From an optimization exercise on the open Yosys and OpenROAD flow, aimed at small area, a short achievable clock period and few clock cycles per item; shortcuts taken in it are not production practice.
Function was checked by simulation only, so behaviour that the tests miss may differ from the original.
Power and IR drop assume default switching activity.

Design div_unit, start of the top module:
module div_unit (
    input  wire        clk,
    input  wire        rst,           
    input  wire        in_valid,
    output wire        in_ready,
    input  wire [63:0] in_a,          
    input  wire [63:0] in_b,          
    input  wire        in_signed,
    input  wire        in_w32,
    output reg         out_valid,
    output wire [63:0] out_q,         
    output wire [63:0] out_r,         
    output reg         out_z,
    output reg         out_n,
    output reg         out_c,
    output reg         out_v
);
Size: ~3,400 cells after synthesis, roughly 210 flip-flops, ~270 I/O pins, roughly 27,000 sq um of cells after synthesis.
==> flow/config.mk <==
export PLATFORM = sky130hd
export DESIGN_NAME = div_unit
export DESIGN_NICKNAME = div_unit
export VERILOG_FILES = /design/flow/design.v
export SDC_FILE = /design/flow/constraint.sdc
export NUM_CORES = 4
export LEC_CHECK = 0
export CAP_MARGIN = 20
export CORE_MARGIN = 2
export CORE_UTILIZATION = 40
export PLACE_DENSITY = 0.6
export SLEW_MARGIN = 20
==> flow/constraint.sdc <==
create_clock -name core_clock -period 11.5 [get_ports {clk}]
set_input_delay 2.3000 -clock core_clock [delete_from_list [all_inputs] [get_ports {clk}]]
set_output_delay 2.3000 -clock core_clock [all_outputs]
set_load 0.01 [all_outputs]
standard.sh (not shown) runs the stock make flow with config.mk's settings and CLKGATE_MAP_FILE= SYNTH_SCRIPT=/design/flow/synth_recipe.tcl, a recipe that flattens the netlist after the stock synthesis.
==> flow/flow/run.sh <==
#!/bin/bash
set -euo pipefail
export SETUP_SLACK_MARGIN=7.5
bash standard.sh > standard.log 2>&1
The first run finished clean.
Testbench counts at the start, summed over its fixed seeds: cycles 208,728, divs 8,000.
Then changed:
==> flow/flow/run.sh (replaced) <==
#!/bin/bash
set -euo pipefail
export SETUP_SLACK_MARGIN=7.0
bash standard.sh > standard.log 2>&1
Final cell count came out lower by about 4%.
Final area came out lower by about 10%.
Worst hold slack is better by 0.0057 ns.
Area after synthesis stays the same.
Die area stays the same.
Then changed:
==> flow/run.sh (new file) <==
#!/bin/bash
# synth_recipe.tcl (not shown) runs the flow's synth.tcl, then flattens the netlist and writes it again
# the make line also repeats each setting of config.mk as NAME=value (left out here)
make -C /OpenROAD-flow-scripts/flow DESIGN_CONFIG=/design/flow/config.mk WORK_HOME=/design/flow/orfs CLKGATE_MAP_FILE= SYNTH_SCRIPT=/design/flow/synth_recipe.tcl finish
--- a/flow/config.mk
+++ b/flow/config.mk
@@ -8,5 +8,6 @@
 export CAP_MARGIN = 20
 export CORE_MARGIN = 2
-export CORE_UTILIZATION = 40
-export PLACE_DENSITY = 0.6
+export CORE_UTILIZATION = 60
+export PLACE_DENSITY = 0.8
+export SETUP_SLACK_MARGIN = 5
 export SLEW_MARGIN = 20
removed: flow/flow/run.sh
removed: flow/standard.sh
Sequential power came out higher by about 9%.
Worst setup slack degrades by 1.7 ns.
Flip-flop and latch count does not change.

---

div_unit again, from the RTL that the note above started with.
export LEC_CHECK = 0
export CAP_MARGIN = 20
export CORE_MARGIN = 2
export CORE_UTILIZATION = 40
export PLACE_DENSITY = 0.6
export SLEW_MARGIN = 20
create_clock -name core_clock -period 11.5 [get_ports {clk}]
==> flow/flow/run.sh <==
#!/bin/bash
set -euo pipefail
export SETUP_SLACK_MARGIN=6.75
bash standard.sh > standard.log 2>&1
The starting point finished clean.
Testbench counts at the start, summed over its fixed seeds: cycles 208,728, divs 8,000.
==> next run, changes <==
==> flow/run.sh (new file) <==
#!/bin/bash
# synth_recipe.tcl (not shown) runs the flow's synth.tcl, then flattens the netlist and writes it again
# the make line also repeats each setting of config.mk as NAME=value (left out here)
make -C /OpenROAD-flow-scripts/flow DESIGN_CONFIG=/design/flow/config.mk WORK_HOME=/design/flow/orfs CLKGATE_MAP_FILE= SYNTH_SCRIPT=/design/flow/synth_recipe.tcl finish
--- a/flow/config.mk
+++ b/flow/config.mk
@@ -11,0 +12 @@
+export SETUP_SLACK_MARGIN = 5
removed: flow/flow/run.sh
removed: flow/standard.sh
=> The changed run finished clean. Synthesized cell count does not change. Worst setup slack is worse by 1.3 ns. First-iteration DRC count drops by 3.3%. Power drops by about 5%. Worst hold slack is better by 0.024 ns. Final cell count drops by about 2.3%.
==> next run, changes <==
==> flow/flow/run.sh (new file) <==
#!/bin/bash
set -euo pipefail
export SETUP_SLACK_MARGIN=6.5
bash standard.sh > standard.log 2>&1
==> flow/standard.sh (new file) <==
#!/bin/bash
# synth_recipe.tcl (not shown) runs the flow's synth.tcl, then flattens the netlist and writes it again
# the make line also repeats each setting of config.mk as NAME=value (left out here)
make -C /OpenROAD-flow-scripts/flow DESIGN_CONFIG=/design/flow/config.mk WORK_HOME=/design/flow/orfs CLKGATE_MAP_FILE= SYNTH_SCRIPT=/design/flow/synth_recipe.tcl "${@:-finish}"
--- a/flow/config.mk
+++ b/flow/config.mk
@@ -12 +11,0 @@
-export SETUP_SLACK_MARGIN = 5
removed: flow/run.sh
Sequential cell count does not change.
Setup slack gets better by 1.0 ns.
Via count rose by 0.58%.
Register-to-register slack gets better by 1.0 ns.
Cell count rose by 0.68%.
Synthesized cell count is unchanged.
Power rose by 2.4%.
Routed wire length rose by 1.3%.
Die area stays the same.
==> next run, changes <==
==> flow/flow/run.sh (replaced) <==
#!/bin/bash
set -euo pipefail
export SETUP_SLACK_MARGIN=7.25
bash standard.sh > standard.log 2>&1
Register-to-register slack gets better by 0.38 ns.
Global-route usage came out higher by 1.7 points.
Maximum frequency came out higher by 8.2%.
Cell count came out higher by 6.3%.
Power came out higher by about 12%.
Setup slack gets better by 0.38 ns.
==> next run, changes <==
==> flow/flow/run.sh (replaced) <==
#!/bin/bash
set -euo pipefail
export SETUP_SLACK_MARGIN=6.9
bash standard.sh > standard.log 2>&1
Setup slack is worse by 0.0050 ns.
Cell area fell by a few percent.
Area after synthesis does not change.
Final cell count fell by a few percent.
Clock skew fell by 0.0070 ns.
Total power fell by a few percent.
Core utilization fell by 3.5 points.
Wire length fell by a few percent.
Clock-buffer cell count rose by 7.
Sequential share of layout area rose by 1.1 points.
==> next run, changes <==
==> flow/flow/run.sh (replaced) <==
#!/bin/bash
set -euo pipefail
export SETUP_SLACK_MARGIN=6.0
bash standard.sh > standard.log 2>&1
Outcome:
- The changed run ran to the end with no violations
- global-route usage is lower by 0.80 points
- sequential share of layout area is higher by 1.1 points
- combinational power is lower by 9.5%
- die area does not change
- via count is lower by 3.0%
- sequential cell count does not change
- core utilization is lower by 3.2 points
- register-to-register slack degrades by 0.72 ns
- routed wire length is lower by 3.9%
- power is lower by 7.2%

---

The RTL this note starts from:
==> flow/design.v <==
module div_unit (
    input  wire        clk,
    input  wire        rst,           
    input  wire        in_valid,
    output wire        in_ready,
    input  wire [63:0] in_a,          
    input  wire [63:0] in_b,          
    input  wire        in_signed,
    input  wire        in_w32,
    output reg         out_valid,
    output wire [63:0] out_q,         
    output wire [63:0] out_r,         
    output wire        out_z,
    output wire        out_n,
    output wire        out_c,
    output wire        out_v
);
    reg         busy;
    reg  [4:0]  cnt;
    reg  [63:0] a;           
    reg  [63:0] r;           
    reg  [63:0] qd;          
    reg         cin;         
    reg         sgn, w32, nega, qneg, dz;
    assign in_ready = ~busy;
    wire        x_neg  = in_signed & (in_w32 ? in_a[31] : in_a[63]);
    wire [63:0] x_mag  = x_neg ? (~in_a + 64'd1) : in_a;
    wire [63:0] a_init = in_w32 ? {x_mag[31:0], 32'd0} : x_mag;
    wire        d_neg  = in_signed & (in_w32 ? in_b[31] : in_b[63]);
    wire [63:0] d_ext  = in_w32 ? {{32{d_neg}}, in_b[31:0]} : in_b;
    wire [67:0] p  = {2'b00, r, a[63:62]};
    wire [67:0] m1 = {4'b1111, qd};
    wire [67:0] m2 = {3'b111, qd, cin};
    wire [67:0] s1 = p + m1 + {67'd0, cin};
    wire [67:0] s2 = p + m2 + {67'd0, cin};
    wire [67:0] cs_s = p ^ m1 ^ m2;
    wire [67:0] cs_c = (p & m1) | (p & m2) | (m1 & m2);
    wire [67:0] s3 = cs_s + {cs_c[66:0], cin} + {67'd0, cin};
    wire        d1 = ~s1[67];
    wire        d2 = ~s2[67];
    wire        d3 = ~s3[67];
    wire [63:0] r_nx = d3 ? s3[63:0] : d2 ? s2[63:0] : d1 ? s1[63:0] : p[63:0];
    wire [1:0]  qdig = {d2, d3 | (d1 & ~d2)};
    wire        last = (cnt[3:0] == 4'd15) & (w32 | cnt[4]);
    wire [63:0] q_full = dz ? 64'hFFFF_FFFF_FFFF_FFFF : (qneg ? (~a + 64'd1) : a);
    wire [63:0] r_full = nega ? (~r + 64'd1) : r;
    wire        q_ovf  = sgn & (w32 ? (qneg ? (a[31] & (a[30:0] != 31'd0)) : a[31])
                                    : (qneg ? (a[63] & (a[62:0] != 63'd0)) : a[63]));
    assign out_q = w32 ? {{32{sgn & q_full[31]}}, q_full[31:0]} : q_full;
    assign out_r = w32 ? {{32{sgn & r_full[31]}}, r_full[31:0]} : r_full;
    assign out_z = (r == 64'd0);
    assign out_n = out_q[63];
    assign out_c = dz;
    assign out_v = dz | q_ovf;
    always @(posedge clk) begin
        if (busy) begin
            a   <= {a[61:0], qdig};
            r   <= r_nx;
            cnt <= cnt + 5'd1;
        end else begin
            a    <= a_init;
            r    <= 64'd0;
            cnt  <= 5'd0;
            qd   <= d_neg ? d_ext : ~d_ext;
            cin  <= ~d_neg;
            dz   <= (d_ext == 64'd0);
            sgn  <= in_signed;
            w32  <= in_w32;
            nega <= x_neg;
            qneg <= x_neg ^ d_neg;
        end
    end
    always @(posedge clk) begin
        if (rst) begin
            busy      <= 1'b0;
            out_valid <= 1'b0;
        end else begin
            out_valid <= busy & last;
            if (busy)
                busy <= ~last;
            else
                busy <= in_valid;
        end
    end
endmodule
clock: 11.5 ns
lec_check: 0
cap_margin: 20
core_margin: 2
core_utilization: 40
place_density: 0.6
slew_margin: 20
run.sh (not shown) runs the stock make flow with config.mk's settings and CLKGATE_MAP_FILE= SYNTH_SCRIPT=/design/flow/synth_recipe.tcl, a recipe that flattens the netlist after the stock synthesis.
Stock flow here: none of the scripts above is used.
The starting point finished clean.
Testbench counts at the start, summed over its fixed seeds: cycles 200,728, divs 8,000.
==> next run, changes <==
==> flow/flow/run.sh (new file) <==
#!/bin/bash
set -euo pipefail
export SETUP_SLACK_MARGIN=7
bash standard.sh > standard.log 2>&1
==> flow/standard.sh (new file) <==
#!/bin/bash
# synth_recipe.tcl (not shown) runs the flow's synth.tcl, then flattens the netlist and writes it again
# the make line also repeats each setting of config.mk as NAME=value (left out here)
make -C /OpenROAD-flow-scripts/flow DESIGN_CONFIG=/design/flow/config.mk WORK_HOME=/design/flow/orfs CLKGATE_MAP_FILE= SYNTH_SCRIPT=/design/flow/synth_recipe.tcl "${@:-finish}"
removed: flow/run.sh
Result:
- first-iteration DRC count rose by about 1.4%
- via count increases by 6.2%
- die area is unchanged
- cell count goes up by about 5%
- area after synthesis does not change
- worst setup slack improves by 850 ps
- sequential cell count is unchanged
- hold slack got worse by 4.4 ps
- synthesized cell count does not change
- total power increases by about 10%
- routed wire length came out higher by 6.7%
==> next run, changes <==
==> flow/run.sh (new file) <==
#!/bin/bash
# synth_recipe.tcl (not shown) runs the flow's synth.tcl, then flattens the netlist and writes it again
# the make line also repeats each setting of config.mk as NAME=value (left out here)
make -C /OpenROAD-flow-scripts/flow DESIGN_CONFIG=/design/flow/config.mk WORK_HOME=/design/flow/orfs CLKGATE_MAP_FILE= SYNTH_SCRIPT=/design/flow/synth_recipe.tcl finish
--- a/flow/config.mk
+++ b/flow/config.mk
@@ -11,2 +11,3 @@
 export PLACE_DENSITY = 0.6
+export SETUP_SLACK_MARGIN = 5
 export SLEW_MARGIN = 20
removed: flow/flow/run.sh
removed: flow/standard.sh
- The new run ran to the end with no violations
- fmax rises by 1.2%
- power came out lower by 8.6%
- worst hold slack improves by 4.3 ps
- worst setup slack improves by 82 ps
- final cell count came out lower by 4.1%
- first-iteration DRC count rose by 1.7%

==> port drivers added, routing unchanged <==
The results above use ideal ports. As a check the final layouts listed here were re-extracted and re-timed, cells and wires unchanged. Step 1 sets driving cells, clkbuf_16 on the clock port and buf_2 on the other inputs (assumed; they add their load-dependent delay and slew). Step 2 also shifts input and output timing later by t, the mid clock arrival at the registers, as if the neighbouring blocks saw the same clock. Slacks: ideal ports / drivers / drivers and shift; pairs: ideal ports / drivers.
run | t, ns | slack for setup (ns) | hold slack, ns | slew at the worst register clock pin (ns) | worst data-port slew with drivers (ns)
the first run of note 1 | 0.675 | 7.027 / 7.027 / 6.595 | 0.521 / 0.521 / 0.521 | 0.07 / 0.07 | 0.12
the second run of note 1 | 0.670 | 6.956 / 6.956 / 6.451 | 0.527 / 0.527 / 0.527 | 0.07 / 0.07 | 0.10
the third run of note 1 | 0.648 | 5.263 / 5.263 / 5.263 | 0.543 / 0.543 / 0.543 | 0.07 / 0.07 | 0.11
the first run of note 2 | 0.647 | 6.794 / 6.777 / 6.228 | 0.506 / 0.506 / 0.506 | 0.07 / 0.07 | 0.09
the second run of note 2 | 0.663 | 5.506 / 5.506 / 5.506 | 0.530 / 0.530 / 0.530 | 0.07 / 0.07 | 0.10
the third run of note 2 | 0.659 | 6.519 / 6.519 / 6.041 | 0.522 / 0.522 / 0.522 | 0.07 / 0.07 | 0.10
the fourth run of note 2 | 0.667 | 6.896 / 6.896 / 6.634 | 0.558 / 0.558 / 0.558 | 0.07 / 0.07 | 0.11
the fifth run of note 2 | 0.671 | 6.891 / 6.891 / 6.302 | 0.524 / 0.524 / 0.524 | 0.07 / 0.07 | 0.11
the sixth run of note 2 | 0.657 | 6.172 / 6.172 / 5.645 | 0.522 / 0.522 / 0.522 | 0.07 / 0.07 | 0.10
the first run of note 3 | 0.589 | 3.897 / 3.839 / 4.429 | 0.437 / 0.437 / 0.437 | 0.07 / 0.07 | 0.10
the second run of note 3 | 0.619 | 4.747 / 4.690 / 5.309 | 0.432 / 0.432 / 0.432 | 0.07 / 0.07 | 0.10
the third run of note 3 | 0.597 | 4.829 / 4.767 / 4.903 | 0.437 / 0.437 / 0.437 | 0.07 / 0.07 | 0.11
After both steps every run listed still meets setup and hold. The setup slack of the fifth run of note 2, which loses most, moves by 0.000 ns with the drivers and by -0.589 ns with both steps.
